This design comes from an exercise in tuning for small area, a short achievable clock period and few clock cycles on the open sky130 flow, not from production work.
In this exercise RTL edits were held to simulation tests only and were not proved equivalent to the original.
No activity file was given, so power comes from the tool's default toggle rates.

==> design/flow/config.mk <==
export PLATFORM = sky130hd
export DESIGN_NAME = logic_core
export DESIGN_NICKNAME = logic_core
export VERILOG_FILES = /design/flow/design.v
export SDC_FILE = /design/flow/constraint.sdc
export NUM_CORES = 4
export LEC_CHECK = 0
export CAP_MARGIN = 20
export CORE_MARGIN = 2
export CORE_UTILIZATION = 40
export SLEW_MARGIN = 20
==> design/flow/constraint.sdc <==
create_clock -name core_clock -period 22.0 [get_ports {clk}]
set_input_delay 4.4000 -clock core_clock [delete_from_list [all_inputs] [get_ports {clk}]]
set_output_delay 4.4000 -clock core_clock [all_outputs]
set_load 0.01 [all_outputs]
==> design/flow/design.v <==
module logic_core (
    input  wire        clk,
    input  wire        rst,
    input  wire        start,
    input  wire        cold,
    input  wire        rate_hi,
    input  wire [13:0] scan_ticks,
    output reg         done,
    output wire [13:0] imem_addr,
    input  wire [31:0] imem_rdata,
    output wire [11:0] bra_addr,
    input  wire        bra_data,
    output wire [11:0] brb_addr,
    input  wire        brb_data,
    output wire        bw_en,
    output wire [11:0] bw_addr,
    output wire        bw_data,
    output wire [11:0] wra_addr,
    input  wire [31:0] wra_data,
    output wire [11:0] wrb_addr,
    input  wire [31:0] wrb_data,
    output wire        ww_en,
    output wire [11:0] ww_addr,
    output wire [31:0] ww_data,
    output wire [7:0]  st_addr,
    input  wire [33:0] st_rdata,
    output wire        st_we,
    output wire [33:0] st_wdata
);
    localparam OP_NOP   = 6'h00, OP_MOVB = 6'h01, OP_NOTB = 6'h02, OP_AND  = 6'h03,
               OP_OR    = 6'h04, OP_XOR  = 6'h05, OP_SETB = 6'h06, OP_CLRB = 6'h07,
               OP_SETP  = 6'h08, OP_ANDP = 6'h09, OP_ORP  = 6'h0A, OP_NOTP = 6'h0B,
               OP_STP   = 6'h0C, OP_REDGE= 6'h0D, OP_FEDGE= 6'h0E,
               OP_MOV   = 6'h10, OP_MOVI = 6'h11, OP_ADD  = 6'h12, OP_SUB  = 6'h13,
               OP_MUL   = 6'h14, OP_DIV  = 6'h15, OP_ANDW = 6'h16, OP_ORW  = 6'h17,
               OP_XORW  = 6'h18,
               OP_EQ    = 6'h28, OP_LT   = 6'h29, OP_LE   = 6'h2A,
               OP_TON   = 6'h30, OP_TOF  = 6'h31, OP_TP   = 6'h32, OP_CTU  = 6'h33,
               OP_CTD   = 6'h34, OP_JMP  = 6'h3E, OP_END  = 6'h3F;
    localparam X_EX  = 3'd0, X_MUL = 3'd1, X_DIV = 3'd2, X_DIVF = 3'd3,
               X_TIM = 3'd4, X_TIMF = 3'd5;
    reg        run;          
    reg        r_v;          
    reg [13:0] pc;           
    reg [31:0] ir;
    reg [11:0] wa_r, wb_r;   
    reg        h2;           
    reg [7:0]  st_idx;       
    reg        cold_r;
    reg        rate_r;
    reg [13:0] scan_r;
    reg        x_v;
    reg [2:0]  xst;
    reg [5:0]  xop;
    reg [1:0]  xp;
    reg [11:0] xd;           
    reg [11:0] xsx;          
    reg [7:0]  x_idx;
    reg        xbd, xbs, xf0, xf1;
    reg [31:0] xwd;          
    reg [31:0] xws;          
    reg        pr;
    reg [11:0] annul;
    reg [31:0] acc;          
    reg [31:0] q;            
    reg [4:0]  idx;          
    reg [3:0]  trem;         
    reg        qneg;         
    reg        bneg_r, btwo_r, bzero_r;    
    reg        w_ben, w_bdat, w_wen, w_sen;
    reg [11:0] w_baddr, w_waddr;
    reg [7:0]  w_saddr;
    reg [1:0]  w_sflg;
    function is_tc_op;
        input [5:0] o;
        is_tc_op = (o == OP_TON) || (o == OP_TOF) || (o == OP_TP) ||
                   (o == OP_CTU) || (o == OP_CTD);
    endfunction
    function is_owned_op;
        input [5:0] o;
        is_owned_op = is_tc_op(o) || (o == OP_REDGE) || (o == OP_FEDGE);
    endfunction
    function writes_bit_op;
        input [5:0] o;
        writes_bit_op = (o >= OP_MOVB && o <= OP_CLRB) || (o >= OP_STP && o <= OP_FEDGE) ||
                        is_tc_op(o);
    endfunction
    function writes_word_op;
        input [5:0] o;
        writes_word_op = (o >= OP_MOV && o <= OP_XORW) || is_tc_op(o);
    endfunction
    function [4:0] msb32;
        input [31:0] x;
        integer k;
        begin
            msb32 = 5'd0;
            for (k = 1; k < 32; k = k + 1)
                if (x[k]) msb32 = k[4:0];
        end
    endfunction
    function [5:0] nbits32;
        input [31:0] x;
        integer k;
        begin
            nbits32 = 6'd0;
            for (k = 0; k < 32; k = k + 1)
                if (x[k]) nbits32 = k[5:0] + 6'd1;
        end
    endfunction
    function [14:0] tl;
        input       d9;
        input [3:0] r;
        input [1:0] v;
        begin
            tl = 15'd0;
            case ({d9, r, v})
            {1'b0, 4'd0, 2'd0}: tl = {4'd0, 11'd0};
            {1'b0, 4'd0, 2'd1}: tl = {4'd1, 11'd208};
            {1'b0, 4'd0, 2'd2}: tl = {4'd2, 11'd416};
            {1'b0, 4'd0, 2'd3}: tl = {4'd0, 11'd625};
            {1'b0, 4'd1, 2'd0}: tl = {4'd1, 11'd1};
            {1'b0, 4'd1, 2'd1}: tl = {4'd2, 11'd209};
            {1'b0, 4'd1, 2'd2}: tl = {4'd0, 11'd418};
            {1'b0, 4'd1, 2'd3}: tl = {4'd1, 11'd626};
            {1'b0, 4'd2, 2'd0}: tl = {4'd2, 11'd2};
            {1'b0, 4'd2, 2'd1}: tl = {4'd0, 11'd211};
            {1'b0, 4'd2, 2'd2}: tl = {4'd1, 11'd419};
            {1'b0, 4'd2, 2'd3}: tl = {4'd2, 11'd627};
            {1'b1, 4'd0, 2'd0}: tl = {4'd0, 11'd0};
            {1'b1, 4'd0, 2'd1}: tl = {4'd4, 11'd69};
            {1'b1, 4'd0, 2'd2}: tl = {4'd8, 11'd138};
            {1'b1, 4'd0, 2'd3}: tl = {4'd3, 11'd208};
            {1'b1, 4'd1, 2'd0}: tl = {4'd4, 11'd0};
            {1'b1, 4'd1, 2'd1}: tl = {4'd8, 11'd69};
            {1'b1, 4'd1, 2'd2}: tl = {4'd3, 11'd139};
            {1'b1, 4'd1, 2'd3}: tl = {4'd7, 11'd208};
            {1'b1, 4'd2, 2'd0}: tl = {4'd8, 11'd0};
            {1'b1, 4'd2, 2'd1}: tl = {4'd3, 11'd70};
            {1'b1, 4'd2, 2'd2}: tl = {4'd7, 11'd139};
            {1'b1, 4'd2, 2'd3}: tl = {4'd2, 11'd209};
            {1'b1, 4'd3, 2'd0}: tl = {4'd3, 11'd1};
            {1'b1, 4'd3, 2'd1}: tl = {4'd7, 11'd70};
            {1'b1, 4'd3, 2'd2}: tl = {4'd2, 11'd140};
            {1'b1, 4'd3, 2'd3}: tl = {4'd6, 11'd209};
            {1'b1, 4'd4, 2'd0}: tl = {4'd7, 11'd1};
            {1'b1, 4'd4, 2'd1}: tl = {4'd2, 11'd71};
            {1'b1, 4'd4, 2'd2}: tl = {4'd6, 11'd140};
            {1'b1, 4'd4, 2'd3}: tl = {4'd1, 11'd210};
            {1'b1, 4'd5, 2'd0}: tl = {4'd2, 11'd2};
            {1'b1, 4'd5, 2'd1}: tl = {4'd6, 11'd71};
            {1'b1, 4'd5, 2'd2}: tl = {4'd1, 11'd141};
            {1'b1, 4'd5, 2'd3}: tl = {4'd5, 11'd210};
            {1'b1, 4'd6, 2'd0}: tl = {4'd6, 11'd2};
            {1'b1, 4'd6, 2'd1}: tl = {4'd1, 11'd72};
            {1'b1, 4'd6, 2'd2}: tl = {4'd5, 11'd141};
            {1'b1, 4'd6, 2'd3}: tl = {4'd0, 11'd211};
            {1'b1, 4'd7, 2'd0}: tl = {4'd1, 11'd3};
            {1'b1, 4'd7, 2'd1}: tl = {4'd5, 11'd72};
            {1'b1, 4'd7, 2'd2}: tl = {4'd0, 11'd142};
            {1'b1, 4'd7, 2'd3}: tl = {4'd4, 11'd211};
            {1'b1, 4'd8, 2'd0}: tl = {4'd5, 11'd3};
            {1'b1, 4'd8, 2'd1}: tl = {4'd0, 11'd73};
            {1'b1, 4'd8, 2'd2}: tl = {4'd4, 11'd142};
            {1'b1, 4'd8, 2'd3}: tl = {4'd8, 11'd211};
                default: tl = 15'd0;
            endcase
        end
    endfunction
    wire cond = (xp == 2'b00) || (xp == 2'b01 && pr) || (xp == 2'b10 && !pr);
    wire exe  = (annul == 12'd0) && cond;
    wire [5:0]  r_op    = ir[31:26];
    wire [11:0] r_fd    = ir[23:12];
    wire [11:0] r_fs    = ir[11:0];
    wire        r_tc    = is_tc_op(r_op);
    wire        r_owned = is_owned_op(r_op);
    wire        r_timer = (r_op == OP_TON) || (r_op == OP_TOF) || (r_op == OP_TP);
    assign imem_addr = pc;
    assign bra_addr  = r_fd;
    assign brb_addr  = r_fs;
    assign wra_addr  = wa_r;
    assign wrb_addr  = wb_r;
    assign st_addr   = w_sen ? w_saddr : st_idx;
    wire r_rba = (r_op == OP_AND) || (r_op == OP_OR) || (r_op == OP_XOR);
    wire r_rbb = r_rba || (r_op == OP_MOVB) || (r_op == OP_NOTB) ||
                 (r_op >= OP_SETP && r_op <= OP_ORP) || (r_op == OP_REDGE) ||
                 (r_op == OP_FEDGE) || r_tc;
    wire r_rwa = (r_op >= OP_ADD && r_op <= OP_XORW) || (r_op >= OP_EQ && r_op <= OP_LE) ||
                 (r_op == OP_CTU) || (r_op == OP_CTD);
    wire r_rwb = (r_op == OP_MOV) || r_rwa || r_tc;
    wire x_wb  = x_v && writes_bit_op(xop) && exe;
    wire x_ww  = x_v && writes_word_op(xop) && exe;
    wire [11:0] x_waddr = is_tc_op(xop) ? xsx : xd;
    wire hazard = (w_ben && ((r_rba && w_baddr == r_fd) || (r_rbb && w_baddr == r_fs))) ||
                  (x_wb  && ((r_rba && xd      == r_fd) || (r_rbb && xd      == r_fs))) ||
                  (w_wen && ((r_rwa && w_waddr == wra_addr) || (r_rwb && w_waddr == wrb_addr))) ||
                  (x_ww  && ((r_rwa && x_waddr == wra_addr) || (r_rwb && x_waddr == wrb_addr))) ||
                  (w_sen && r_owned);
    wire need2   = run && r_v && r_tc && !h2;
    wire r_ready = run && r_v && (!r_tc || h2) && !hazard;
    wire is_timer = (xop == OP_TON) || (xop == OP_TOF) || (xop == OP_TP);
    wire is_tc    = is_tc_op(xop);
    wire is_owned = is_owned_op(xop);
    wire x_ex = x_v && (xst == X_EX);
    wire xe   = x_ex && exe;
    wire [31:0] s_ones  = xws ^ {32{xws[31]}};
    wire [4:0]  s_msb   = msb32(s_ones);
    wire [3:0]  m_top   = (s_ones == 32'd0) ? 4'd0 : ((s_msb + 5'd1) >> 1);
    wire [32:0] s_ext   = {xws, 1'b0};
    wire [3:0]  nd_idx  = (xst == X_EX) ? m_top : (idx[3:0] - 4'd1);
    wire [2:0]  bdig    = s_ext[{nd_idx, 1'b0} +: 3];
    wire [31:0] b_mag   = bzero_r ? 32'd0 : (btwo_r ? {xwd[30:0], 1'b0} : xwd);
    wire [31:0] b_op    = b_mag ^ {32{bneg_r}};
    wire        b_neg   = bneg_r;
    wire        a_neg   = xwd[31];
    wire        d_neg   = xws[31];
    wire [5:0]  a_bits  = nbits32(xwd ^ {32{a_neg}});
    wire [5:0]  d_bits  = nbits32(xws ^ {32{d_neg}});
    wire        d_zero  = (xws == 32'd0);
    wire        q_zero  = (a_bits + {5'd0, a_neg}) < d_bits;    
    wire        tp_start = xbs && !xf0 && !xf1 && !cold_r;
    wire        tp_run   = xf1 || tp_start;
    wire [31:0] t_base   = (xop == OP_TP && tp_start) ? 32'd0 : xwd;
    wire [31:0] t_thr    = rate_r ? 32'd30923765 : 32'd10307922;
    wire [31:0] t_lim    = t_thr - {18'd0, scan_r};
    wire        t_sat    = t_base >= t_lim;
    wire [4:0]  t_msb    = msb32(t_base | {18'd0, scan_r});
    wire [4:0]  t_top    = (t_msb == 5'd31) ? 5'd15 : ((t_msb + 5'd1) >> 1);
    wire        t_long   = (xop == OP_TON && xbs) || (xop == OP_TOF && !xbs && xf1) ||
                           (xop == OP_TP && tp_run);
    wire [14:0] t_step   = tl(rate_r, trem, q[{idx[3:0], 1'b0} +: 2]);
    wire [31:0] t_et     = qneg ? 32'h7FFF_FFFF : acc;
    wire        cnt_edge = xbs && !xf0 && !cold_r;
    wire        cnt_dn   = (xop == OP_CTD);
    wire [31:0] cv_pm    = xwd + {{31{cnt_dn}}, 1'b1};
    wire        cv_move  = cnt_edge && (xwd != {cnt_dn, {31{!cnt_dn}}});
    wire [31:0] cv_new   = cv_move ? cv_pm : xwd;
    reg  [32:0] add_a, add_b;
    reg         add_c;
    always @(*) begin
        add_a = {xwd[31], xwd};
        add_b = ~{xws[31], xws};
        add_c = 1'b1;
        case (xst)
            X_MUL: begin
                add_a = {acc[30:0], 2'b00};
                add_b = {b_op[31], b_op};
                add_c = b_neg;
            end
            X_DIV: begin
                add_a = {acc, q[31]};
                add_b = d_neg ? {1'b1, xws} : ~{1'b0, xws};
                add_c = !d_neg;
            end
            X_DIVF: begin
                add_a = 33'd0;
                add_b = {1'b0, q ^ {32{qneg}}};
                add_c = qneg;
            end
            X_TIM: begin
                add_a = {acc[30:0], 2'b00};
                add_b = {22'd0, t_step[10:0]};
                add_c = 1'b0;
            end
            X_TIMF: begin
                add_a = {1'b0, t_et};
            end
            default: begin
                case (xop)
                    OP_ADD: begin
                        add_b = {xws[31], xws};
                        add_c = 1'b0;
                    end
                    OP_DIV: begin
                        add_a = 33'd0;
                        add_b = {1'b0, xwd ^ {32{a_neg}}};
                        add_c = a_neg;
                    end
                    OP_TON, OP_TOF, OP_TP: begin
                        add_a = {1'b0, t_base};
                        add_b = {19'd0, scan_r};
                        add_c = 1'b0;
                    end
                    default: ;    
                endcase
            end
        endcase
    end
    wire [32:0] sum    = add_a + add_b + {32'd0, add_c};
    wire        lt     = sum[32];
    wire        eq     = (xwd == xws);
    wire        t_ovf  = t_base > ~{18'd0, scan_r};     
    wire [31:0] t_newc = t_ovf ? 32'hFFFF_FFFF : sum[31:0];
    wire        cnt_q = (xop == OP_CTU) ? (!lt || (cv_move && cv_pm == xws))
                                        : (cv_new[31] || cv_new == 32'd0);
    reg x_fin;
    always @(*) begin
        x_fin = 1'b0;
        if (x_v) begin
            case (xst)
                X_EX: begin
                    x_fin = (xop != OP_END);
                    if (exe) begin
                        if (xop == OP_MUL) x_fin = 1'b0;
                        if (xop == OP_DIV) x_fin = 1'b0;
                        if (is_timer && t_long) x_fin = 1'b0;
                    end
                end
                X_MUL:  x_fin = (idx == 5'd0);
                X_DIVF: x_fin = 1'b1;
                X_TIMF: x_fin = 1'b1;
                default: x_fin = 1'b0;
            endcase
        end
    end
    wire x_end = x_ex && (xop == OP_END);
    wire r_adv = r_ready && (!x_v || x_fin);
    reg        e_ben, e_bdat, e_wen, e_sen;
    reg [31:0] e_wdat;
    reg [33:0] e_sdat;
    wire t_done = !lt;       
    always @(*) begin
        e_ben  = 1'b0;
        e_bdat = 1'b0;
        e_wen  = 1'b0;
        e_wdat = sum[31:0];
        e_sen  = 1'b0;
        e_sdat = 34'd0;
        case (xst)
            X_EX: if (x_v && exe) begin
                case (xop)
                    OP_MOVB:  begin e_ben = 1'b1; e_bdat = xbs;       end
                    OP_NOTB:  begin e_ben = 1'b1; e_bdat = !xbs;      end
                    OP_AND:   begin e_ben = 1'b1; e_bdat = xbd & xbs; end
                    OP_OR:    begin e_ben = 1'b1; e_bdat = xbd | xbs; end
                    OP_XOR:   begin e_ben = 1'b1; e_bdat = xbd ^ xbs; end
                    OP_SETB:  begin e_ben = 1'b1; e_bdat = 1'b1;      end
                    OP_CLRB:  begin e_ben = 1'b1; e_bdat = 1'b0;      end
                    OP_STP:   begin e_ben = 1'b1; e_bdat = pr;        end
                    OP_REDGE: begin
                        e_ben  = 1'b1;
                        e_bdat = xbs && !xf0 && !cold_r;
                        e_sen  = 1'b1;
                        e_sdat = {1'b0, xbs, 32'd0};
                    end
                    OP_FEDGE: begin
                        e_ben  = 1'b1;
                        e_bdat = xf0 && !xbs && !cold_r;
                        e_sen  = 1'b1;
                        e_sdat = {1'b0, xbs, 32'd0};
                    end
                    OP_MOV:   begin e_wen = 1'b1; e_wdat = xws; end
                    OP_MOVI:  begin e_wen = 1'b1; e_wdat = {{20{xsx[11]}}, xsx}; end
                    OP_ADD, OP_SUB: e_wen = 1'b1;
                    OP_ANDW:  begin e_wen = 1'b1; e_wdat = xwd & xws; end
                    OP_ORW:   begin e_wen = 1'b1; e_wdat = xwd | xws; end
                    OP_XORW:  begin e_wen = 1'b1; e_wdat = xwd ^ xws; end
                    OP_TON, OP_TOF, OP_TP: begin
                        e_wdat = 32'd0;
                        if (!t_long) begin
                            e_ben = 1'b1;
                            e_sen = 1'b1;
                            if (xop == OP_TON) begin             
                                e_wen  = (xsx != 12'hFFF);
                                e_bdat = 1'b0;
                                e_sdat = 34'd0;
                            end else if (xop == OP_TOF && xbs) begin
                                e_wen  = (xsx != 12'hFFF);
                                e_bdat = 1'b1;
                                e_sdat = {2'b10, 32'd0};
                            end else if (xop == OP_TOF) begin    
                                e_bdat = 1'b0;
                                e_sdat = {2'b00, xwd};
                            end else begin                        
                                e_bdat = 1'b0;
                                e_sdat = {1'b0, xbs, xwd};
                            end
                        end
                    end
                    OP_CTU, OP_CTD: begin
                        e_ben  = 1'b1;
                        e_bdat = cnt_q;
                        e_wen  = 1'b1;
                        e_wdat = cv_new;
                        e_sen  = 1'b1;
                        e_sdat = {1'b0, xbs, 32'd0};
                    end
                    default: ;
                endcase
            end
            X_MUL:  e_wen = x_v && (idx == 5'd0);
            X_DIVF: e_wen = x_v;
            X_TIMF: if (x_v) begin
                e_ben  = 1'b1;
                e_sen  = 1'b1;
                e_wen  = (xsx != 12'hFFF);
                e_wdat = t_et;
                case (xop)
                    OP_TON: begin
                        e_bdat = t_done;
                        e_sdat = {2'b00, q};
                    end
                    OP_TOF: begin
                        e_bdat = !t_done;
                        e_sdat = {!t_done, 1'b0, q};
                    end
                    default: begin    
                        e_bdat = !t_done;
                        e_sdat = {!t_done, xbs, q};
                    end
                endcase
            end
            default: ;
        endcase
    end
    assign bw_en    = w_ben;
    assign bw_addr  = w_baddr;
    assign bw_data  = w_bdat;
    assign ww_en    = w_wen;
    assign ww_addr  = w_waddr;
    assign ww_data  = acc;
    assign st_we    = w_sen;
    assign st_wdata = {w_sflg, q};
    always @(posedge clk) begin
        if (rst) begin
            run    <= 1'b0;
            r_v    <= 1'b0;
            x_v    <= 1'b0;
            xst    <= X_EX;
            done   <= 1'b0;
            pc     <= 14'd0;
            h2     <= 1'b0;
            w_ben  <= 1'b0;
            w_wen  <= 1'b0;
            w_sen  <= 1'b0;
        end else begin
            done    <= x_end;
            w_ben   <= e_ben;
            w_wen   <= e_wen;
            w_sen   <= e_sen;
            if (x_v) begin
                case (xst)
                    X_EX: if (xe) begin
                        if (xop == OP_MUL) xst <= X_MUL;
                        if (xop == OP_DIV) xst <= (d_zero || q_zero) ? X_DIVF : X_DIV;
                        if (is_timer && t_long) xst <= t_sat ? X_TIMF : X_TIM;
                    end
                    X_MUL:  if (idx == 5'd0) xst <= X_EX;
                    X_DIV:  if (idx == 5'd0) xst <= X_DIVF;
                    X_TIM:  if (idx == 5'd0) xst <= X_TIMF;
                    default: xst <= X_EX;
                endcase
            end
            if (x_fin) begin
                if (annul != 12'd0)
                    annul <= annul - 12'd1;
                else if (exe && xop == OP_JMP)
                    annul <= xsx;
                if (exe) begin
                    case (xop)
                        OP_SETP: pr <= xbs;
                        OP_ANDP: pr <= pr & xbs;
                        OP_ORP:  pr <= pr | xbs;
                        OP_NOTP: pr <= !pr;
                        OP_EQ:   pr <= eq;
                        OP_LT:   pr <= lt;
                        OP_LE:   pr <= lt || eq;
                        default: ;
                    endcase
                end
            end
            if (x_end) begin
                x_v <= 1'b0;
                run <= 1'b0;
            end else if (x_fin || !x_v) begin
                x_v <= r_adv;
            end
            if (r_adv && r_owned)
                st_idx <= st_idx + 8'd1;
            if (!run) begin
                if (start) begin
                    run    <= 1'b1;
                    r_v    <= 1'b1;
                    ir     <= imem_rdata;
                    wa_r   <= imem_rdata[23:12];
                    wb_r   <= imem_rdata[11:0];
                    pc     <= (imem_rdata[31:26] == OP_END) ? 14'd0 : 14'd1;
                    h2     <= 1'b0;
                    pr     <= 1'b0;
                    annul  <= 12'd0;
                    st_idx <= 8'd0;
                    cold_r <= cold;
                    rate_r <= rate_hi;
                    scan_r <= scan_ticks;
                end
            end else if (need2) begin
                wa_r <= imem_rdata[23:12];
                wb_r <= imem_rdata[11:0];
                pc  <= pc + 14'd1;
                h2  <= 1'b1;
            end else if (r_adv) begin
                if (r_op == OP_END) begin
                    r_v <= 1'b0;
                end else begin
                    ir   <= imem_rdata;
                    wa_r <= imem_rdata[23:12];
                    wb_r <= imem_rdata[11:0];
                    pc  <= (imem_rdata[31:26] == OP_END) ? 14'd0 : pc + 14'd1;
                    h2  <= 1'b0;
                end
            end
        end
    end
    always @(posedge clk) begin
        w_bdat  <= e_bdat;
        w_baddr <= xd;
        w_waddr <= x_waddr;
        w_saddr <= x_idx;
        w_sflg  <= e_sdat[33:32];
        case (xst)
            X_EX: if (xe) begin
                if (xop == OP_MUL) begin
                    acc <= 32'd0;
                    idx <= {1'b0, m_top};
                end
                if (xop == OP_DIV) begin
                    acc  <= 32'd0;
                    q    <= (d_zero || q_zero) ? 32'd0 : sum[31:0];
                    idx  <= 5'd31;
                    qneg <= a_neg ^ d_neg && !(d_zero || q_zero);
                end
                if (is_timer) begin
                    acc  <= 32'd0;
                    trem <= 4'd0;
                    q    <= t_newc;
                    idx  <= t_top;
                    qneg <= t_sat;
                end
            end
            X_MUL: begin
                acc <= sum[31:0];
                idx <= idx - 5'd1;
            end
            X_DIV: begin
                acc <= lt ? {acc[30:0], q[31]} : sum[31:0];
                q   <= {q[30:0], !lt};
                idx <= idx - 5'd1;
            end
            X_TIM: begin
                acc  <= sum[31:0];
                trem <= t_step[14:11];
                idx  <= idx - 5'd1;
            end
            default: ;
        endcase
        bneg_r  <= bdig[2] && !(bdig[1] && bdig[0]);
        btwo_r  <= (bdig == 3'b011) || (bdig == 3'b100);
        bzero_r <= (bdig == 3'b000) || (bdig == 3'b111);
        if (e_wen)
            acc <= e_wdat;
        if (e_sen && xst == X_EX)
            q <= e_sdat[31:0];
        if (r_adv) begin
            xop   <= r_op;
            xp    <= ir[25:24];
            xd    <= r_fd;
            xsx   <= r_tc ? wa_r : r_fs;
            x_idx <= st_idx;
            xbd   <= bra_data;
            xbs   <= brb_data;
            xwd   <= r_timer ? st_rdata[31:0] : wra_data;
            xws   <= wrb_data;
            xf0   <= st_rdata[32];
            xf1   <= st_rdata[33];
        end
    end
endmodule
==> design/flow/flow/run.sh <==
#!/bin/bash
# The standard layout (bash standard.sh) with two changes to how ORFS
# builds it; the SDC, the clock period and every other setting stay the standard flow's.
#  - repair_timing is asked to leave extra setup slack (SETUP_SLACK_MARGIN,
#    in ns), so that the layout's paths come out shorter than the clock
#    period requires;
#  - the port buffers that global placement inserts on every input and
#    output are buf_2 cells instead of ORFS's default delay buffers.
set -euo pipefail
export SETUP_SLACK_MARGIN=16
export BUFFER_PORTS_ARGS="-buffer_cell sky130_fd_sc_hd__buf_2"
bash standard.sh > standard.log 2>&1
==> design/flow/standard.sh <==
#!/bin/bash
# synth_recipe.tcl (not shown) runs the flow's synth.tcl, then flattens the netlist and writes it again
# the make line also repeats each setting of config.mk as NAME=value (left out here)
make -C /OpenROAD-flow-scripts/flow DESIGN_CONFIG=/design/flow/config.mk WORK_HOME=/design/flow/orfs CLKGATE_MAP_FILE= SYNTH_SCRIPT=/design/flow/synth_recipe.tcl "${@:-finish}"
==> metrics.md, run 1 <==
| Metric | Value |
|---|---|
| FMAX | 164 MHz |
| Clock Sinks | 338 |
| Critical path class | reg2reg |
| Worst reg-to-reg setup slack | 15.88 ns |
| Drt pass-1 iters | 10 |
| Unrepaired setup endpoints after global routing | yes |
| Met3 Wirelength | ~19 mm |
| Initial antenna violation count | 12 |
| First DRT Iteration DRCs | 4541 |
| Startpoint types | register |
| Rel. slew slack | 15.2% |
| Highest Signal Layer | met5 |
| Worst-Skew Late Latency | 0.62 ns |
| Switching Fraction | 29.7% |
| Max VDD drop | 0.0599 mV |
| Hold EP | w_saddr[5] |
| EDFF count, synth | 275 |
| Initial Util | 40.2% |
| Core Region | 80000 sq um |
| Reg power frac | 39.7% |
| Total power divided by cell area | 50.7 nW/um^2 |
| Rows | around 100 |
| Fill cells | 7846 |
| Ys flop type | edfxtp_1 |
| Max-Cap Viols | 0 |
| Fraction of registers with async set or reset after synthesis | 0% |
| Syn_nets | 4248 |
| Root buf cell | clkbuf_16 |
| Final Max Slew Viols | 0 |
| Worst Skew | 0.0380 ns |
| Gr usage total | about a third |
| Cell area after layout | between 30000 and 40000 sq um |
| CP endpoint kind | register |
| First-pass GRT wire length | roughly 210 mm |
| Hold_sp | x_idx[5] |
| WP data arrival | 6.42 ns |
| Post-DP HPWL | 103 mm |
| Status | timing/DRC/antenna clean |
| Die X | 288 um |
| Final TNS setup | 0 ns |
| I/O pin count | 316 |
| Worst min path class | reg2reg |
| Pre-CTS WS | approximately 14 ns |
| Synth unique cells | 98 |
| H-tree levels | 2 |
| PnR worst setup slack | 15.88 ns |
| Clk pwr share | between 40% and 50% |
| Top cells by area in the synthesized netlist | edfxtp_1, ha_1, xnor2_1 |
| Largest net degree at the start of global routing | 65 |
| Count leader, synth | nor2_1 |
| Int Pwr | between 1000 and 1500 uW |
| Routed length per placed instance | 27.6 um |
| Synth top area share | 25.7% |
| Overall die height | 288 um |
| TritonCTS Buffers | 43 |
| Met2 wire len | about 61 mm |
| Top cells by count, synth | nor2_1, a21oi_1, o21ai_0 |
| Drt drc | 0 |
| Routed WL | 144 mm |
| R2r startpoint | xst[1] |
| Worst Path Max Fanout | 29 |
| Clk buf depth | 3 |
| Reg2reg path depth | 24 |
| Reg clk slew, reported paths | 0.07 ns |
| Share of the yosys chip area belonging to registers | 29.6% |
| Post-DRT Antenna Nets | 0 |
| LEAKAGE | between 0.01 and 0.015 uW |
| Largest area contributor in the synthesized netlist | edfxtp_1 |
| Die area | ~83000 sq um |
| Combinational power share | 18.1% |
| Hold path depth | 0 |
| Switching Power | 569 uW |
| Avg Inst Size Synth | 8.28 sq um |
| CTS Hold Bufs | 0 |
| Vias in the first global route | 31400 |
| End of the worst register-to-register path | acc[20] |
| Overflow left after global routing | 0 |
| Met1 WL | 56.7 mm |
| Period Utilization, post-route | 27.8% |
| Syn Inst Count | 3889 |
| Final Hold Fails | 0 |
| TritonCTS clock tree | yes |
| Fin nets | around 4500 |
| Final Wtd Congestion | 1.00 |
| #FFs+latches synth | 338 |
| Share of cells above drive strength 1 | 18.8% |
| Total power | 1910 uW |
| Post-synthesis cell area | 32200 sq um |
| Required @ worst endpoint | 22.31 ns |
| Synth-to-Final Area Change | 17.2% |
| Minimum clock period | roughly 6.1 ns |
| Via Count | 33800 |
| # setup viols final | 0 |
| Port Buffers | 315 |
| Post-DP Area | between 30000 and 40000 sq um |
| Tightest Pin Transition | 1.27 ns |
| Vias/cell | between 6 and 7 |
| Synth warn | 1 |
[logic make-up after synthesis]
family | count (synthesis) | synth area share [%]
and+or+nand+nor | 1137 | 16.7
DFF | 338 | 29.6
xor gates and xnor gates | 332 | 9.19
AOI/OAI and AO/OA | 1243 | 25.0
adders and majority gates | 208 | 8.18
muxes | 161 | 5.49
buffers and inverters | 470 | 5.88
[cell type report]
class	instances	area (sq um)	area share, %
repair inverters	1	5.00	0.0133
clock inverters	31	467	1.24
multi-input cells	3081	21600	57.2
repair buffers	486	3070	8.13
inverters	160	607	1.61
well taps	1060	1330	3.52
diodes	4	10.0	0.0265
flip-flops and latches	338	9530	25.3
clock buffers	49	1120	2.97
[metrics by stage]
step                cells  util (%)  hold slack (ns)
floorplan            3889         -            0.323
global placement     5047      43.5            0.324
detailed placement   5047      43.5            0.328
CTS                  5173      46.2            0.341
global route         5207      47.1            0.343
finish               5210      47.1            0.340
[how the worst max path moves through the flow]
stage,slack [ns],start,to,cells past startpoint
finish,15.88,xst[1],acc[20],24
global route,15.65,idx[0],acc[31],29
CTS,16.00,st_idx[0],st_addr[0],2
detailed placement,14.40,idx[0],acc[18],28
global placement,14.51,idx[0],acc[31],29
floorplan,16.00,idx[0],acc[31],31
[placed cells by master, fill, tap and decap left out, drive strengths merged, types with 52 or more instances in the layout]
| cell type | instances |
|---|---|
| a22oi | 100 |
| mux2 | 54 |
| nand2 | 287 |
| nor2 | 357 |
| xnor2 | 232 |
| o21ai | 319 |
| mux2i | 101 |
| edfxtp | 275 |
| inv | 155 |
| ha | 204 |
| xor2 | 97 |
| nand4 | 63 |
| clkbuf | 52 |
| dfxtp | 63 |
| a221oi | 69 |
| buf | 483 |
| a21oi | 336 |
| nand3 | 89 |
| nor3 | 92 |
[what timing repair did]
action	4_1_cts	5_1_grt
setup endpoints to repair	66	72
cloned	3	2
pin swaps	25	55
gates resized for setup	51	88
setup buffers	43	31
[layer usage]
metal / track usage [%] / vias to the layer above
li1: - / 14900
met1: 43.8 / 16100
met5: 0 / -
met2: 49.8 / 2293
met4: 14.9 / 12
met3: 9.91 / 490
[registers in the layout, summed over array words and instances (netlist names), 6 cells and up]
name / count
xsx: 12
w_waddr: 12
w_saddr: 8
q: 32
w_baddr: 12
xd: 12
x_idx: 8
xws: 32
pc: 14
acc: 32
xwd: 32
ir: 32
st_idx: 8
scan_r: 14
annul: 12
wb_r: 12
xop: 6
wa_r: 12
[power groups by stage]
stage          clock [uW]  combinational (uW)  sequential [uW]
2_1_floorplan           0                 233              747
3_3_place_gp            0                 308              773
3_5_place_dp            0                 310              773
4_1_cts               817                 322              759
5_1_grt               835                 373              761
6_report              806                 347              759
[worst max-delay path: stages, from the launching register on]
cell	delay, ns
dfxtp_1	0.31
buf_4	0.35
clkinvlp_4	0.22
ha_4	0.44
inv_1	0.24
nand2_2	0.27
buf_6	0.30
a21oi_1	0.07
o221ai_1	0.09
a21oi_1	0.08
a21oi_1	0.37
ha_1	0.35
and3_1	0.22
a221oi_1	0.62
o31ai_4	0.17
buf_6	0.18
nor2_4	0.13
o21ai_4	0.08
a221oi_4	0.29
xnor2_2	0.19
buf_12	0.17
o21ai_4	0.12
buf_12	0.22
a221oi_1	0.26
a31oi_1	0.07
Testbench counts, summed over its fixed seeds: cycles 335,913.
==> run 2: changes to the inputs <==
--- a/design/flow/config.mk
+++ b/design/flow/config.mk
@@ -5,7 +5,8 @@
 export SDC_FILE = /design/flow/constraint.sdc
 export NUM_CORES = 4
 export LEC_CHECK = 0
+export ABC_AREA = 1
 export CAP_MARGIN = 20
 export CORE_MARGIN = 2
-export CORE_UTILIZATION = 40
+export CORE_UTILIZATION = 50
 export SLEW_MARGIN = 20
==> run 2 against run 1 <==
Clock power is 9.6% lower. Worst setup slack gained 0.085 ns. First-iteration DRC count decreased by 7.9%.
==> metrics.md, run 2 <==
| Metric | Value |
|---|---|
| Drt drc | 0 (unchanged) |
| I/O pin count | 316 (unchanged) |
| Syn_nets | 4643 (+9.3%) |
| Final TNS setup | 0 ns (unchanged) |
| Cell area after layout | 36300 sq um (-3.8%) |
| CP endpoint kind | register |
| Final Max Slew Viols | 0 (unchanged) |
| Die X | 254 um (-12%) |
| CTS Hold Bufs | 0 (unchanged) |
| Synth unique cells | 76 (-22%) |
| Max VDD drop | 0.0746 mV (+25%) |
| Rel. slew slack | 26.7% (+11 points) |
| Unrepaired setup endpoints after global routing | yes |
| Worst-Skew Late Latency | 0.63 ns (about the same) |
| Fill cells | 5952 (-24%) |
| Root buf cell | clkbuf_16 |
| Share of the yosys chip area belonging to registers | 30.4% (+0.77 points) |
| Post-DP Area | 33500 sq um (-3.6%) |
| Startpoint types | register |
| Commonest non-fill, non-tap cell in the layout | nand2_1 |
| Synth top area share | 26.3% (+0.67 points) |
| Period Utilization, post-route | 27.4% (-0.39 points) |
| Final Hold Fails | 0 (unchanged) |
| Share of cells above drive strength 1 | 16.4% (-2.4 points) |
| Required @ worst endpoint | 22.35 ns (+0.04 ns) |
| Post-synthesis adder-cell area fraction | 8.39% (+0.21 points) |
| TritonCTS Buffers | 42 (-2.3%) |
| R2r startpoint | idx[0] |
| # setup viols final | 0 (unchanged) |
| Synth-to-Final Area Change | 15.7% |
| Reg2reg path depth | 39 (+63%) |
| Drt pass-1 iters | 7 (-3) |
| WP data arrival | 6.38 ns (-0.04 ns) |
| Post-synthesis cell area | 31400 sq um (-2.5%) |
| Worst min path class | reg2reg |
| Count leader, synth | nand2_1 |
| Synth Area in Compound Gates | 22.2% (-2.9 points) |
| Critical Path Sink | acc[15] |
| Synth Area in Simple Gates | 22.1% (+5.4 points) |
| Status | timing/DRC/antenna clean |
| FMAX | 166 MHz (+1.4%) |
| EDFF count, synth | 275 (unchanged) |
| Rows | 91 (-13%) |
| Tightest Pin Transition | 1.09 ns (-0.182 ns) |
| Syn Inst Count | 4284 (+10%) |
| Fin nets | 4923 (+10%) |
| Mux contribution to synthesized area | 1.22% (-4.3 points) |
| Top cells by area in the synthesized netlist | edfxtp_1, nand2_1, ha_1 |
| PnR worst setup slack | 15.97 ns (+0.0852 ns) |
| Most frequent cells in the layout | nand2_1, inv_1, o21ai_0 |
| Hold Slack | 0.340 ns (+0.000872 ns) |
| Worst Skew | 0.0386 ns (+0.000580 ns) |
| End of the worst register-to-register path | acc[15] |
| Via Count | 33900 (+0.35%) |
| Total power divided by cell area | 74.5 nW/um^2 (+47%) |
| Routed WL | 138 mm (-3.9%) |
| Minimum clock period | 6.03 ns (-0.0852 ns) |
| Critical path class | reg2reg |
| Pre-CTS WS | 13.15 ns (-1.25 ns) |
| Reg clk slew, reported paths | 0.06 ns (about the same) |
| First DRT Iteration DRCs | 4182 (-7.9%) |
| Cell mode on critical path | a21oi_4 |
| Final Wtd Congestion | 1.06 (+6.1%) |
| #FFs+latches synth | 338 (unchanged) |
| Largest area contributor in the synthesized netlist | edfxtp_1 |
| Avg Inst Size Synth | 7.32 sq um (-12%) |
| Critical path origin | idx[0] |
| CP max stage cell | edfxtp_1 |
| Initial antenna violation count | 7 (-5) |
| Clock Sinks | 338 (unchanged) |
| First-pass GRT wire length | 198 mm (-4.8%) |
| Post-DP HPWL | 103 mm (-0.42%) |
| LEAKAGE | 0.0155 uW (+7.1%) |
| Largest net degree at the start of global routing | 69 (+6.2%) |
| Largest family of logic cells by synthesized area | compound AO/OA/AOI/OAI gates |
| TritonCTS clock tree | yes |
| Worst reg-to-reg setup slack | 15.97 ns (+0.09 ns) |
| Die area | 64700 sq um (-22%) |
| Fraction of registers with async set or reset after synthesis | 0% (unchanged) |
| Vias/cell | 6.24 (-3.8%) |
| Ys flop type | edfxtp_1 |
| Synth Area in XOR/XNOR | 7.09% (-2.1 points) |
| Max incr delay on CP | 0.45 ns (-0.17 ns) |
| Post-DRT Antenna Nets | 0 (unchanged) |
| Worst Path Max Fanout | 8 (-72%) |
| Initial Util | 50.7% (+11 points) |
| Overall die height | 254 um (-12%) |
| Top cells by count, synth | nand2_1, inv_1, o21ai_0 |
| Vias in the first global route | 31000 (-0.99%) |
| Gr usage total | 41.2% (+8.0 points) |
| H-tree levels | 2 (unchanged) |
| Core Region | 61800 sq um (-23%) |
| Clk buf depth | 3 (unchanged) |
| Port Buffers | 315 (unchanged) |
| Routed length per placed instance | 25.4 um (-7.9%) |
| Synth warn | 1 (unchanged) |
| Overflow left after global routing | 0 (unchanged) |
| Max-Cap Viols | 0 (unchanged) |
run 2: routing by layer:
layer  up-vias  part of all wire [%]  track usage (%)
met1     15700                    38             52.4
met5         -                 0.030                0
li1      15500                     -                -
met2      2192                    43             62.8
met3       525                    13             11.6
met4         8                   6.7             23.2
run 2: cell type report:
cell class	instances	area (sq um)	share of cell area, %
Timing Repair Buffer	436	2610	7.18
Multi-Input combinational cell	3275	19800	54.7
Tap cell	837	1050	2.89
Sequential cell	338	9520	26.2
Inverter	469	1820	5.00
Clock buffer	52	1140	3.14
Clock inverter	25	293	0.807
Antenna cell	3	7.51	0.0207
Timing Repair inverter	2	15.0	0.0414
run 2: cells by family (layout without fill, tap and decap cells):
family,Yosys count,in the layout
mux,34,34
compound gates,1148,1148
flops,338,338
xor+xnor,253,253
other cells,0,3
buf+inv,676,984
simple gates,1627,1632
fa+ha+maj,208,208
run 2: critical path: cells and delay by family (launching register included):
family,cells,cell delay [ns]
simple gates,12,1.38
buf+inv,7,0.78
fa+ha+maj,3,1.14
compound gates,17,2.00
flops,1,0.45
run 2: worst min path at each step:
stage,startpoint,slack (ns),cells after the start,to
2_1_floorplan,x_idx[0],0.32,0,w_saddr[0]
3_3_place_gp,x_idx[3],0.32,0,w_saddr[3]
3_5_place_dp,x_idx[3],0.33,0,w_saddr[3]
4_1_cts,x_idx[3],0.34,0,w_saddr[3]
5_1_grt,x_idx[3],0.35,0,w_saddr[3]
6_report,x_idx[6],0.34,0,w_saddr[6]
run 2: power by group:
group | internal, uW | switching (uW)
sequential | 789 | 105
combinational | 379 | 703
clock | 420 | 309
run 2: through the flow:
stage               cells  util [%]  total power, uW
floorplan            4284         -             1560
global placement     5288      54.2             1850
detailed placement   5288      54.2             1850
CTS                  5409      57.7             2630
global route         5436      58.7             2830
finish               5437      58.7             2700
run 2: timing repair:
item | CTS | global route
setup buffers | 39 | 23
gates cloned | 5 | 2
endpoints found under the setup margin | 84 | 87
pin swaps | 43 | 75
resized for setup | 95 | 99
==> run 3: changes to the inputs <==
--- a/design/flow/config.mk
+++ b/design/flow/config.mk
@@ -8,5 +8,5 @@
 export ABC_AREA = 1
 export CAP_MARGIN = 20
 export CORE_MARGIN = 2
-export CORE_UTILIZATION = 50
+export CORE_UTILIZATION = 55
 export SLEW_MARGIN = 20
==> run 3 against run 2 <==
Still clean. Clock-buffer cell count is 5 lower. Power is 1.0% lower. Core utilization up 5.0 points. Synthesized cell count unchanged. Die area fell by 9.0%. Sequential share of layout area increased by 0.27 points. Maximum frequency shrank 0.31%. Routed wire length down 1.5%. Final area shrank 1.0%. Register-to-register slack lost 0.02 ns. Largest power group unchanged.
==> metrics.md, run 3 <==
| Metric | Value |
|---|---|
| Max VDD drop | 0.0905 mV (+21%) |
| Met3 Wirelength | 21.3 mm (+21%) |
| Cell mode on critical path | o21ai_1 |
| Synth warn | 1 (unchanged) |
| Status | timing/DRC/antenna clean |
| Highest Signal Layer | met5 |
| Drt pass-1 iters | 7 (unchanged) |
| Post-DP HPWL | 101 mm (-1.6%) |
| H-tree levels | 2 (unchanged) |
| Fill cells | 5275 (-11%) |
| Worst path bufs/invs | 7 (unchanged) |
| Clock Sinks | 338 (unchanged) |
| TritonCTS clock tree | yes |
| Synth-to-Final Area Change | 14.6% |
| Ys flop type | edfxtp_1 |
| Drt drc | 0 (unchanged) |
| Vias in the first global route | 31700 (+2.2%) |
| Syn_nets | 4643 (unchanged) |
| EDFF count, synth | 275 (unchanged) |
| Port Buffers | 315 (unchanged) |
| Final Wtd Congestion | 1.08 (+2.0%) |
| Die area | 59000 sq um (-9.0%) |
| Max incr delay on CP | 0.52 ns (+0.07 ns) |
| Required @ worst endpoint | 22.34 ns (about the same) |
| Fraction of registers with async set or reset after synthesis | 0% (unchanged) |
| Syn Inst Count | 4284 (unchanged) |
| Minimum clock period | 6.05 ns (+0.0190 ns) |
| Cell family with most CP delay | compound AO/OA/AOI/OAI gates |
| Final Max Slew Viols | 0 (unchanged) |
| Placed cells | 5201 (-1.6%) |
| Max-Cap Viols | 0 (unchanged) |
| #FFs+latches synth | 338 (unchanged) |
| Met1 WL | 51.8 mm (-0.61%) |
| Routed length per placed instance | 25.5 um (+0.24%) |
| Worst Skew | 0.0484 ns (+0.00979 ns) |
| Critical path class | reg2reg |
| Via Count | 34500 (+1.8%) |
| Multi-input logic area | 19600 sq um (-1.0%) |
| Routed WL | 136 mm (-1.5%) |
| Reg2reg path depth | 32 (-18%) |
| Die X | 243 um (-4.6%) |
| Worst min path class | reg2reg |
| FMAX | 165 MHz (-0.31%) |
| Reg clk slew, reported paths | 0.07 ns (about the same) |
| Final TNS setup | 0 ns (unchanged) |
| Pre-CTS WS | 14.16 ns (+1.01 ns) |
| Switching Fraction | 41.3% (about the same) |
| Combinational power share | 39.6% (-0.4 points) |
| Rows | 87 (-4.4%) |
| Total power divided by cell area | 74.5 nW/um^2 (about the same) |
| Met2 wire len | 56.0 mm (-5.3%) |
| Count leader, synth | nand2_1 |
| Root buf cell | clkbuf_16 |
| Int Pwr | 1570 uW (-1.0%) |
| Tightest Pin Transition | 1.20 ns (+0.109 ns) |
| Fin nets | 4913 (-0.20%) |
| Reg power frac | 33.6% (+0.5 points) |
| Gr usage total | 44.4% (+3.2 points) |
| Avg Inst Size Synth | 7.32 sq um (unchanged) |
| Post-DRT Antenna Nets | 0 (unchanged) |
| Hold_sp | x_idx[0] |
| First DRT Iteration DRCs | 4842 (+16%) |
| Clk pwr share | 26.8% (-0.2 points) |
| Most frequent cells in the layout | nand2_1, inv_1, o21ai_0 |
| Core Region | 56400 sq um (-8.8%) |
| Post-synthesis cell area | 31400 sq um (unchanged) |
| PnR worst setup slack | 15.95 ns (-0.0190 ns) |
| Commonest non-fill, non-tap cell in the layout | nand2_1 |
| Startpoint types | register |
| TritonCTS Buffers | 40 (-4.8%) |
| # setup viols final | 0 (unchanged) |
| I/O pin count | 316 (unchanged) |
| Initial Util | 55.6% (+4.9 points) |
| Overall die height | 243 um (-4.6%) |
| Top cells by count, synth | nand2_1, inv_1, o21ai_0 |
| Critical path origin | idx[0] |
| Cell depth of the worst setup path | 32 (-18%) |
| Worst Path Max Fanout | 5 (-3) |
| Synth unique cells | 76 (unchanged) |
| Sequential cell area | 9520 sq um (unchanged) |
| WP data arrival | 6.39 ns (about the same) |
| First-pass GRT wire length | 199 mm (+0.72%) |
| Clk buf depth | 3 (unchanged) |
| Largest area contributor in the synthesized netlist | edfxtp_1 |
| Top cells by area in the synthesized netlist | edfxtp_1, nand2_1, ha_1 |
| CP max stage cell | a32oi_1 |
| Share of the yosys chip area belonging to registers | 30.4% (unchanged) |
| LEAKAGE | 0.0154 uW (-0.29%) |
| Hold path depth | 0 (unchanged) |
| Final Hold Fails | 0 (unchanged) |
| Initial antenna violation count | 4 (-3) |
| Worst-Skew Late Latency | 0.62 ns (about the same) |
| Share of cells above drive strength 1 | 15.9% (-0.46 points) |
| Synth top area share | 26.3% (unchanged) |
| Period Utilization, post-route | 27.5% (+0.086 points) |
| R2r startpoint | idx[0] |
| Largest net degree at the start of global routing | 74 (+7.2%) |
| Rel. slew slack | 19.4% (-7.3 points) |
| Non-filler cells, final | 5343 (-1.7%) |
| Unrepaired setup endpoints after global routing | yes |
| CP endpoint kind | register |
| Switching Power | 1110 uW (-1.1%) |
| Overflow left after global routing | 0 (unchanged) |
| Vias/cell | 6.46 (+3.6%) |
## run 3: timing repair
| action | in CTS | in global routing |
|---|---|---|
| gates cloned | 1 | 2 |
| hold buffers | 0 | 0 |
| pin swaps | 42 | 42 |
| resized for setup | 82 | 67 |
| endpoints found under the setup margin | 69 | 87 |
| buffers inserted | 41 | 23 |
## run 3: layer usage
layer	track usage, %	up-vias
met5	0	-
met4	19.3	4
met3	15.4	451
met2	64.2	2572
met1	60.0	16000
li1	-	15500
## run 3: kinds of logic after synthesis
| family | share of synthesized area [%] |
|---|---|
| flops | 30.4 |
| buf+inv | 8.73 |
| fa+ha+maj | 8.39 |
| mux | 1.22 |
| compound gates | 22.2 |
| xor+xnor | 7.09 |
| simple gates | 22.1 |
## run 3: area by class of cell
class                   count  share of cell area [%]
flip-flops and latches    338                    26.5
clock buffers              47                    2.94
diodes                      2                  0.0139
multi-input cells        3271                    54.7
repair buffers            434                    7.20
well taps                 756                    2.63
clock inverters            26                   0.996
inverters                 469                    5.02
## run 3: worst paths after layout
| kind | to | slack (ns) |
|---|---|---|
| worst max-delay path | acc[30] | 15.95 |
| worst max register to register | acc[30] | 15.95 |
| worst min-delay path | w_saddr[0] | 0.34 |
| worst min register to register | w_saddr[0] | 0.34 |
## run 3: stage by stage
stage	power (uW)	instance area [sq um]	utilization (%)	hold WS (ns)
CTS	2600	35400	62.8	0.343
detailed placement	1850	33400	59.2	0.330
finish	2680	35900	63.7	0.343
floorplan	1560	31400	-	0.323
global placement	1840	33400	59.2	0.325
global route	2800	35900	63.7	0.351
## run 3: power groups by stage
stage          logic (uW)  registers [uW]  clock network [uW]
2_1_floorplan         697             861                   0
6_report             1060             898                 719
5_1_grt              1160             900                 746
3_5_place_dp          949             903                   0
4_1_cts               985             891                 720
3_3_place_gp          936             903                   0
==> run 4: changes to the inputs <==
--- a/design/flow/flow/run.sh
+++ b/design/flow/flow/run.sh
@@ -7,6 +7,6 @@
 #  - the port buffers that global placement inserts on every input and
 #    output are buf_2 cells instead of ORFS's default delay buffers.
 set -euo pipefail
-export SETUP_SLACK_MARGIN=16
+export SETUP_SLACK_MARGIN=16.5
 export BUFFER_PORTS_ARGS="-buffer_cell sky130_fd_sc_hd__buf_2"
 bash standard.sh > standard.log 2>&1
--- a/design/flow/config.mk
+++ b/design/flow/config.mk
@@ -8,5 +8,5 @@
 export ABC_AREA = 1
 export CAP_MARGIN = 20
 export CORE_MARGIN = 2
-export CORE_UTILIZATION = 55
+export CORE_UTILIZATION = 50
 export SLEW_MARGIN = 20
==> run 4 against run 3 <==
Combinational power grew 14%. Largest cell class unchanged. Final area grew 7.7%. Die area grew 9.8%. Still clean on timing, DRC and antenna. Non-clock buffer count grew 209. Area after synthesis is the same. Critical path depth grew 1. Clock skew shrank 0.0028 ns. Largest power group unchanged. Critical path type unchanged. Clock power grew 2%. Maximum frequency is essentially flat. Final cell count grew 5.6%. Global-route usage shrank 2.2 points. Sequential cell count is the same.
==> metrics.md, run 4 <==
| Metric | Value |
|---|---|
| Worst-Skew Late Latency | 0.64 ns (+0.02 ns) |
| Unrepaired setup endpoints after global routing | yes |
| Multi-input logic area | 20200 sq um (+2.8%) |
| Rows | 91 (+4.6%) |
| Largest area contributor in the synthesized netlist | edfxtp_1 |
| Synth-to-Final Area Change | 23.3% |
| CTS Hold Bufs | 0 (unchanged) |
| Post-DRT Antenna Nets | 0 (unchanged) |
| Worst reg-to-reg setup slack | 15.95 ns (about the same) |
| Syn Inst Count | 4284 (unchanged) |
| CP endpoint kind | register |
| Root buf cell | clkbuf_16 |
| Largest net degree at the start of global routing | 70 (-5.4%) |
| Fraction of registers with async set or reset after synthesis | 0% (unchanged) |
| Routed WL | 143 mm (+5.0%) |
| Clock Sinks | 338 (unchanged) |
| Synth top area share | 26.3% (unchanged) |
| Mux contribution to synthesized area | 1.22% (unchanged) |
| Commonest non-fill, non-tap cell in the layout | nand2_1 |
| Overall die height | 254 um (+4.8%) |
| Critical path class | reg2reg |
| Gr usage total | 42.2% (-2.2 points) |
| Worst min path class | reg2reg |
| Count leader, synth | nand2_1 |
| Cell depth of the worst setup path | 33 (+3.1%) |
| First-pass GRT wire length | 203 mm (+2.2%) |
| Status | timing/DRC/antenna clean |
| Ys flop type | edfxtp_1 |
| EDFF count, synth | 275 (unchanged) |
| Routed length per placed instance | 25.3 um (-0.64%) |
| Total power divided by cell area | 73.2 nW/um^2 (-1.8%) |
| LEAKAGE | 0.0167 uW (+8.4%) |
| H-tree levels | 2 (unchanged) |
| Sequential cell area | 9610 sq um (+0.93%) |
| Synth warn | 1 (unchanged) |
| #FFs+latches synth | 338 (unchanged) |
| TritonCTS clock tree | yes |
| Final Hold Fails | 0 (unchanged) |
| Die area | 64700 sq um (+9.8%) |
| Max incr delay on CP | 0.67 ns (+0.15 ns) |
| Final Max Slew Viols | 0 (unchanged) |
| Core Region | 61800 sq um (+9.6%) |
| Initial antenna violation count | 4 (unchanged) |
| Final core occ | 62.6% (-1.2 points) |
| Initial Util | 50.7% (-4.9 points) |
| Synth Area in XOR/XNOR | 7.09% (unchanged) |
| Synth Area in Simple Gates | 22.1% (unchanged) |
| Startpoint types | register |
| R2r startpoint | xst[0] |
| Minimum clock period | 6.05 ns (+0.00140 ns) |
| First DRT Iteration DRCs | 4622 (-4.5%) |
| Max-Cap Viols | 0 (unchanged) |
| Required @ worst endpoint | 22.35 ns (about the same) |
| # setup viols final | 0 (unchanged) |
| Via Count | 35100 (+1.5%) |
| Hold_sp | x_idx[0] |
| Share of the yosys chip area belonging to registers | 30.4% (unchanged) |
| Die X | 254 um (+4.8%) |
| PnR worst setup slack | 15.95 ns (-0.00140 ns) |
| Placed cells | 5285 (+1.6%) |
| Share of cells above drive strength 1 | 22.1% (+6.1 points) |
| Drt pass-1 iters | 9 (+2) |
| WP data arrival | 6.40 ns (about the same) |
| Synth Area in Compound Gates | 22.2% (unchanged) |
| Final Wtd Congestion | 1.06 (-2.0%) |
| Reg2reg path depth | 33 (+3.1%) |
| TritonCTS Buffers | 41 (+2.5%) |
| Final TNS setup | 0 ns (unchanged) |
| FMAX | 165 MHz (about the same) |
| Post-synthesis adder-cell area fraction | 8.39% (unchanged) |
| Synth unique cells | 76 (unchanged) |
| Max VDD drop | 0.0866 mV (-4.3%) |
| Hold path depth | 0 (unchanged) |
| Syn_nets | 4643 (unchanged) |
| Clk buf depth | 3 (unchanged) |
| Worst Path Max Fanout | 61 (+56) |
| Tightest Pin Transition | 1.17 ns (-0.0287 ns) |
| Cell family with most CP delay | compound AO/OA/AOI/OAI gates |
| Reg clk slew, reported paths | 0.07 ns (about the same) |
| Vias in the first global route | 32300 (+1.7%) |
| Post-synthesis cell area | 31400 sq um (unchanged) |
| CP max stage cell | a2111oi_0 |
| Largest family of logic cells by synthesized area | compound AO/OA/AOI/OAI gates |
| Worst path bufs/invs | 11 (+4) |
| Overflow left after global routing | 0 (unchanged) |
| Avg Inst Size Synth | 7.32 sq um (unchanged) |
| Fill cells | 5741 (+8.8%) |
| Period Utilization, post-route | 27.5% (about the same) |
| Top cells by area in the synthesized netlist | edfxtp_1, nand2_1, ha_1 |
| Pre-CTS WS | 14.75 ns (+0.587 ns) |
| Drt drc | 0 (unchanged) |
| Non-filler cells, final | 5644 (+5.6%) |
| Most frequent cells in the layout | nand2_1, inv_1, o21ai_0 |
| Top cells by count, synth | nand2_1, inv_1, o21ai_0 |
| Vias/cell | 6.21 (-3.9%) |
| Port Buffers | 315 (unchanged) |
| Critical path origin | xst[0] |
| Fin nets | 5129 (+4.4%) |
| Post-DP HPWL | 103 mm (+2.2%) |
| Worst Skew | 0.0456 ns (-0.00283 ns) |
| I/O pin count | 316 (unchanged) |
| Rel. slew slack | 21.3% (+1.9 points) |
run 4: cell types whose count changed in the layout (fill, tap and decap cells not counted), sizes merged:
cell      previous run  this run
buf                432       640
clkinv              23        29
nand2              922       925
clkbuf              49        47
clkinvlp             8        10
diode                2         4
bufinv               5         4
inv                459       460
nor2               333       334
run 4: logic make-up (layout without fill, tap and decap cells):
logic type,after synthesis,count (layout)
adders and majority gates,208,208
DFF,338,338
other,0,4
and+or+nand+nor,1627,1632
xor gates and xnor gates,253,253
muxes,34,34
buffers and inverters,676,1190
AOI/OAI and AO/OA,1148,1148
run 4: metrics by stage:
stage	hold slack (ns)	power, uW	cell area (sq um)
2_1_floorplan	0.323	1570	31500
3_3_place_gp	0.326	1860	33600
3_5_place_dp	0.328	1870	33600
4_1_cts	0.342	2710	37300
5_1_grt	0.355	2960	38700
6_report	0.339	2830	38700
run 4: per-layer routing:
metal / vias up / global-route usage, % / wire length [um]
li1: 15900 / - / -
met1: 16200 / 54.3 / 54200
met2: 2313 / 63.6 / 61000
met3: 577 / 10.9 / 17200
met4: 4 / 25.4 / 10500
met5: - / 0 / 23
run 4: area by class of cell:
cell class	count	share of cell area, %
repair buffers	643	11.8
repair inverters	2	0.0388
clock buffers	44	2.76
flip-flops and latches	338	24.9
diodes	4	0.0259
multi-input cells	3275	52.2
well taps	837	2.71
clock inverters	32	0.893
inverters	469	4.75
run 4: report_power, final:
part / internal (uW) / leakage [uW] / switching [uW]
combinational: 455 / 0.0129 / 756
sequential: 789 / 0.00307 / 99.0
clock: 408 / 0.000693 / 324
run 4: final timing paths:
| check | end |
|---|---|
| min reg2reg | w_saddr[0] |
| max | acc[14] |
| max reg2reg | acc[14] |
| min | w_saddr[0] |
run 4: worst register-to-register path: cells and delay by family, from the launching register on:
kind                       cells  cell delay, ns
AOI/OAI and AO/OA             14            2.49
adders and majority gates      1            0.38
buffers and inverters         11            1.84
DFF                            1            0.35
and+or+nand+nor                7            0.70
run 4: what timing repair did:
action	4_1_cts	5_1_grt
resized for setup	224	167
buffers inserted	184	81
pin swaps	81	105
setup endpoints to repair	253	292
cloned	7	7
==> run 5: changes to the inputs <==
--- a/design/flow/design.v
+++ b/design/flow/design.v
@@ -55,7 +55,6 @@
     reg [1:0]  xp;
     reg [11:0] xd;           
     reg [11:0] xsx;          
-    reg [7:0]  x_idx;
     reg        xbd, xbs, xf0, xf1;
     reg [31:0] xwd;          
     reg [31:0] xws;          
@@ -228,7 +227,7 @@
     wire        t_long   = (xop == OP_TON && xbs) || (xop == OP_TOF && !xbs && xf1) ||
                            (xop == OP_TP && tp_run);
     wire [14:0] t_step   = tl(rate_r, trem, q[{idx[3:0], 1'b0} +: 2]);
-    wire [31:0] t_et     = qneg ? 32'h7FFF_FFFF : acc;
+    wire [31:0] t_et     = acc;      
     wire        cnt_edge = xbs && !xf0 && !cold_r;
     wire        cnt_dn   = (xop == OP_CTD);
     wire [31:0] cv_pm    = xwd + {{31{cnt_dn}}, 1'b1};
@@ -477,20 +476,20 @@
             if (r_adv && r_owned)
                 st_idx <= st_idx + 8'd1;
             if (!run) begin
+                ir     <= imem_rdata;
+                wa_r   <= imem_rdata[23:12];
+                wb_r   <= imem_rdata[11:0];
+                cold_r <= cold;
+                rate_r <= rate_hi;
+                scan_r <= scan_ticks;
                 if (start) begin
                     run    <= 1'b1;
                     r_v    <= 1'b1;
-                    ir     <= imem_rdata;
-                    wa_r   <= imem_rdata[23:12];
-                    wb_r   <= imem_rdata[11:0];
                     pc     <= (imem_rdata[31:26] == OP_END) ? 14'd0 : 14'd1;
                     h2     <= 1'b0;
                     pr     <= 1'b0;
                     annul  <= 12'd0;
                     st_idx <= 8'd0;
-                    cold_r <= cold;
-                    rate_r <= rate_hi;
-                    scan_r <= scan_ticks;
                 end
             end else if (need2) begin
                 wa_r <= imem_rdata[23:12];
@@ -514,7 +513,7 @@
         w_bdat  <= e_bdat;
         w_baddr <= xd;
         w_waddr <= x_waddr;
-        w_saddr <= x_idx;
+        w_saddr <= st_idx - 8'd1;    
         w_sflg  <= e_sdat[33:32];
         case (xst)
             X_EX: if (xe) begin
@@ -529,11 +528,10 @@
                     qneg <= a_neg ^ d_neg && !(d_zero || q_zero);
                 end
                 if (is_timer) begin
-                    acc  <= 32'd0;
+                    acc  <= t_sat ? 32'h7FFF_FFFF : 32'd0;
                     trem <= 4'd0;
                     q    <= t_newc;
                     idx  <= t_top;
-                    qneg <= t_sat;
                 end
             end
             X_MUL: begin
@@ -564,7 +562,6 @@
             xp    <= ir[25:24];
             xd    <= r_fd;
             xsx   <= r_tc ? wa_r : r_fs;
-            x_idx <= st_idx;
             xbd   <= bra_data;
             xbs   <= brb_data;
             xwd   <= r_timer ? st_rdata[31:0] : wra_data;
--- a/design/flow/flow/run.sh
+++ b/design/flow/flow/run.sh
@@ -7,6 +7,6 @@
 #  - the port buffers that global placement inserts on every input and
 #    output are buf_2 cells instead of ORFS's default delay buffers.
 set -euo pipefail
-export SETUP_SLACK_MARGIN=16.5
+export SETUP_SLACK_MARGIN=16
 export BUFFER_PORTS_ARGS="-buffer_cell sky130_fd_sc_hd__buf_2"
 bash standard.sh > standard.log 2>&1
--- a/design/flow/config.mk
+++ b/design/flow/config.mk
@@ -8,5 +8,5 @@
 export ABC_AREA = 1
 export CAP_MARGIN = 20
 export CORE_MARGIN = 2
-export CORE_UTILIZATION = 50
+export CORE_UTILIZATION = 40
 export SLEW_MARGIN = 20
==> run 5 against run 4 <==
Still clean. Hold slack better by 0.097 ns. Area after synthesis shrank 3.5%. Combinational power shrank 66%. Highest routed layer unchanged.
==> metrics.md, run 5 <==
| Metric | Value |
|---|---|
| Core Region | 74700 sq um (+21%) |
| Initial Util | 40.5% (-10 points) |
| I/O pin count | 316 (unchanged) |
| Final TNS setup | 0 ns (unchanged) |
| Port Buffers | 315 (unchanged) |
| Fill cells | 7458 (+30%) |
| Vias/cell | 6.09 (-1.9%) |
| Fraction of registers with async set or reset after synthesis | 0% (unchanged) |
| WP data arrival | 6.95 ns (+0.55 ns) |
| Max incr delay on CP | 0.41 ns (-0.26 ns) |
| Worst-Skew Late Latency | 0.61 ns (-0.03 ns) |
| EDFF count, synth | 267 (-2.9%) |
| Startpoint types | register |
| Most frequent cells in the layout | nand2_1, inv_1, nor2_1, a21oi_1, buf_2 |
| #FFs+latches synth | 330 (-2.4%) |
| Hold_sp | xd[3] |
| Drt drc | 0 (unchanged) |
| CP max stage cell | edfxtp_1 |
| Clock Sinks | 330 (-2.4%) |
| Worst reg-to-reg setup slack | 15.38 ns (-0.56 ns) |
| First DRT Iteration DRCs | 4383 (-5.2%) |
| Max VDD drop | 0.0631 mV (-27%) |
| Via Count | 33000 (-5.7%) |
| Reg clk slew, reported paths | 0.06 ns (about the same) |
| H-tree levels | 2 (unchanged) |
| Status | timing/DRC/antenna clean |
| # setup viols final | 0 (unchanged) |
| Synth unique cells | 67 (-12%) |
| First-pass GRT wire length | 207 mm (+1.9%) |
| FMAX | 151 MHz (-8.5%) |
| Die X | 279 um (+9.7%) |
| Top cells by count, synth | nand2_1, inv_1, a21oi_1 |
| Commonest non-fill, non-tap cell in the layout | nand2_1 |
| CP endpoint kind | register |
| Gr usage total | 35.8% (-6.4 points) |
| Minimum clock period | 6.62 ns (+0.564 ns) |
| Final Wtd Congestion | 1.03 (-2.7%) |
| Die area | 77900 sq um (+20%) |
| Total power divided by cell area | 51.6 nW/um^2 (-30%) |
| Max-Cap Viols | 0 (unchanged) |
| Final Hold Fails | 0 (unchanged) |
| Vias in the first global route | 30400 (-5.9%) |
| Critical path class | reg2reg |
| Post-DRT Antenna Nets | 0 (unchanged) |
| Drt pass-1 iters | 6 (-3) |
| Ys flop type | edfxtp_1 |
| Hold path depth | 0 (unchanged) |
| Worst Path Max Fanout | 6 (-90%) |
| Rel. slew slack | 19.5% (-1.8 points) |
| Worst min path class | reg2reg |
| Sequential cell area | 9280 sq um (-3.4%) |
| Reg2reg path depth | 49 (+48%) |
| LEAKAGE | 0.0155 uW (-7.4%) |
| Rows | 100 (+9.9%) |
| Syn Inst Count | 4079 (-4.8%) |
| End of the worst register-to-register path | acc[6] |
| Count leader, synth | nand2_1 |
| TritonCTS Buffers | 41 (unchanged) |
| Root buf cell | clkbuf_16 |
| TritonCTS clock tree | yes |
| Synth warn | 1 (unchanged) |
| Cell mode on critical path | buf_6 |
| Period Utilization, post-route | 30.1% (+2.6 points) |
| Overflow left after global routing | 0 (unchanged) |
| Routed WL | 146 mm (+1.9%) |
| Share of the yosys chip area belonging to registers | 30.6% (+0.30 points) |
| Post-DP HPWL | 110 mm (+6.5%) |
| Required @ worst endpoint | 22.33 ns (-0.02 ns) |
| Unrepaired setup endpoints after global routing | yes |
| Largest area contributor in the synthesized netlist | edfxtp_1 |
| Avg Inst Size Synth | 7.42 sq um (+1.4%) |
| Cell area after layout | 36300 sq um (-6.1%) |
| R2r startpoint | idx[0] |
| Hold EP | w_baddr[3] |
| Worst Skew | 0.0387 ns (-0.00690 ns) |
| Overall die height | 279 um (+9.7%) |
| Routed length per placed instance | 26.9 um (+6.0%) |
| Post-DP Area | 32700 sq um (-2.5%) |
| Final Max Slew Viols | 0 (unchanged) |
| Post-synthesis cell area | 30300 sq um (-3.5%) |
| Multi-input logic area | 19200 sq um (-4.8%) |
| Synth-to-Final Area Change | 20.0% |
| Synth top area share | 26.5% (+0.15 points) |
| Share of cells above drive strength 1 | 18.7% (-3.3 points) |
| Tightest Pin Transition | 1.18 ns (+0.00845 ns) |
| Initial antenna violation count | 3 (-1) |
| Largest net degree at the start of global routing | 64 (-8.6%) |
| Top cells by area in the synthesized netlist | edfxtp_1, nand2_1, ha_1 |
| Clk buf depth | 3 (unchanged) |
| Fin nets | 4780 (-6.8%) |
| Syn_nets | 4439 (-4.4%) |
## run 5: cell count changes after synthesis, sizes merged, moves of 13 or more
cell | previous run | this run
o221ai | 48 | 30
nor2 | 332 | 364
a221oi | 14 | 27
inv | 459 | 443
a211oi | 15 | 50
nand3 | 177 | 108
o22ai | 38 | 97
o21ai | 411 | 317
nand2 | 922 | 748
a21oi | 331 | 375
buf | 63 | 49
## run 5: area by class of cell
cell class,count,share of cell area (%)
multi-input combinational,3084,52.9
sequential,330,25.6
tap,969,3.34
clock buffer,55,3.11
antenna,1,0.00689
timing repair buffer,501,9.38
timing repair inverter,2,0.0413
inverter,460,4.87
clock inverter,21,0.778
## run 5: timing repair
item | CTS | global route
setup buffers | 90 | 24
pin swaps | 86 | 62
gates resized for setup | 190 | 94
gates cloned | 6 | 2
endpoints found under the setup margin | 64 | 85
hold buffers | 0 | 0
## run 5: per-stage QoR
| stage | hold slack (ns) | instances | setup slack [ns] | utilization (%) | total power [uW] |
|---|---|---|---|---|---|
| after detailed placement | 0.420 | 5223 | 13.23 | 43.8 | 1100 |
| after CTS | 0.434 | 5395 | 15.39 | 47.8 | 1860 |
| after global routing | 0.448 | 5422 | 15.18 | 48.6 | 1940 |
| after floorplan | 0.389 | 4079 | 16.01 | - | 977 |
| after global placement | 0.414 | 5223 | 13.42 | 43.8 | 1100 |
| final | 0.437 | 5423 | 15.38 | 48.6 | 1870 |
## run 5: kinds of logic (layout without fill, tap and decap cells)
| family | count (synthesis) | in the layout | synth area share, % |
|---|---|---|---|
| compound gates | 1162 | 1162 | 23.4 |
| other cells | 0 | 1 | 0 |
| buf+inv | 665 | 1039 | 8.71 |
| simple gates | 1419 | 1419 | 19.8 |
| mux | 33 | 33 | 1.23 |
| fa+ha+maj | 209 | 209 | 8.74 |
| xor+xnor | 261 | 261 | 7.55 |
| flops | 330 | 330 | 30.6 |
## run 5: worst max path at each step
stage,start,endpoint
floorplan,idx[0],acc[30]
global placement,idx[1],acc[11]
detailed placement,idx[1],acc[11]
CTS,idx[0],acc[12]
global route,idx[0],acc[21]
finish,idx[0],acc[6]
## run 5: worst max-delay path: cells and delay by family, from the launching register on
kind	cells	cell delay, ns
xor+xnor	1	0.17
simple gates	8	0.71
compound gates	11	1.53
fa+ha+maj	2	0.56
flops	1	0.41
buf+inv	27	2.93
## run 5: where the power goes
part | total [uW] | internal (uW) | switching [uW]
Combinational | 417 | 155 | 263
Clock | 719 | 415 | 304
Sequential | 739 | 704 | 34.6
## run 5: per-layer routing
layer | up-vias | part of all wire [%] | track usage (%)
met2 | 1993 | 43 | 54.5
met1 | 15700 | 41 | 48.7
met4 | 4 | 5.1 | 15.7
met3 | 338 | 11 | 7.57
li1 | 15000 | - | -
met5 | - | 0.036 | 0
Testbench counts of run 5, summed over its fixed seeds: cycles 335,913.

Re-timed with assumed drivers on the ports (clkbuf_16 on the clock, buf_2 on other inputs), run 5 has 15.385 ns of setup slack against 15.385 ns with ideal ports, and 15.385 ns once port delays also move by the mid clock arrival of 0.660 ns.
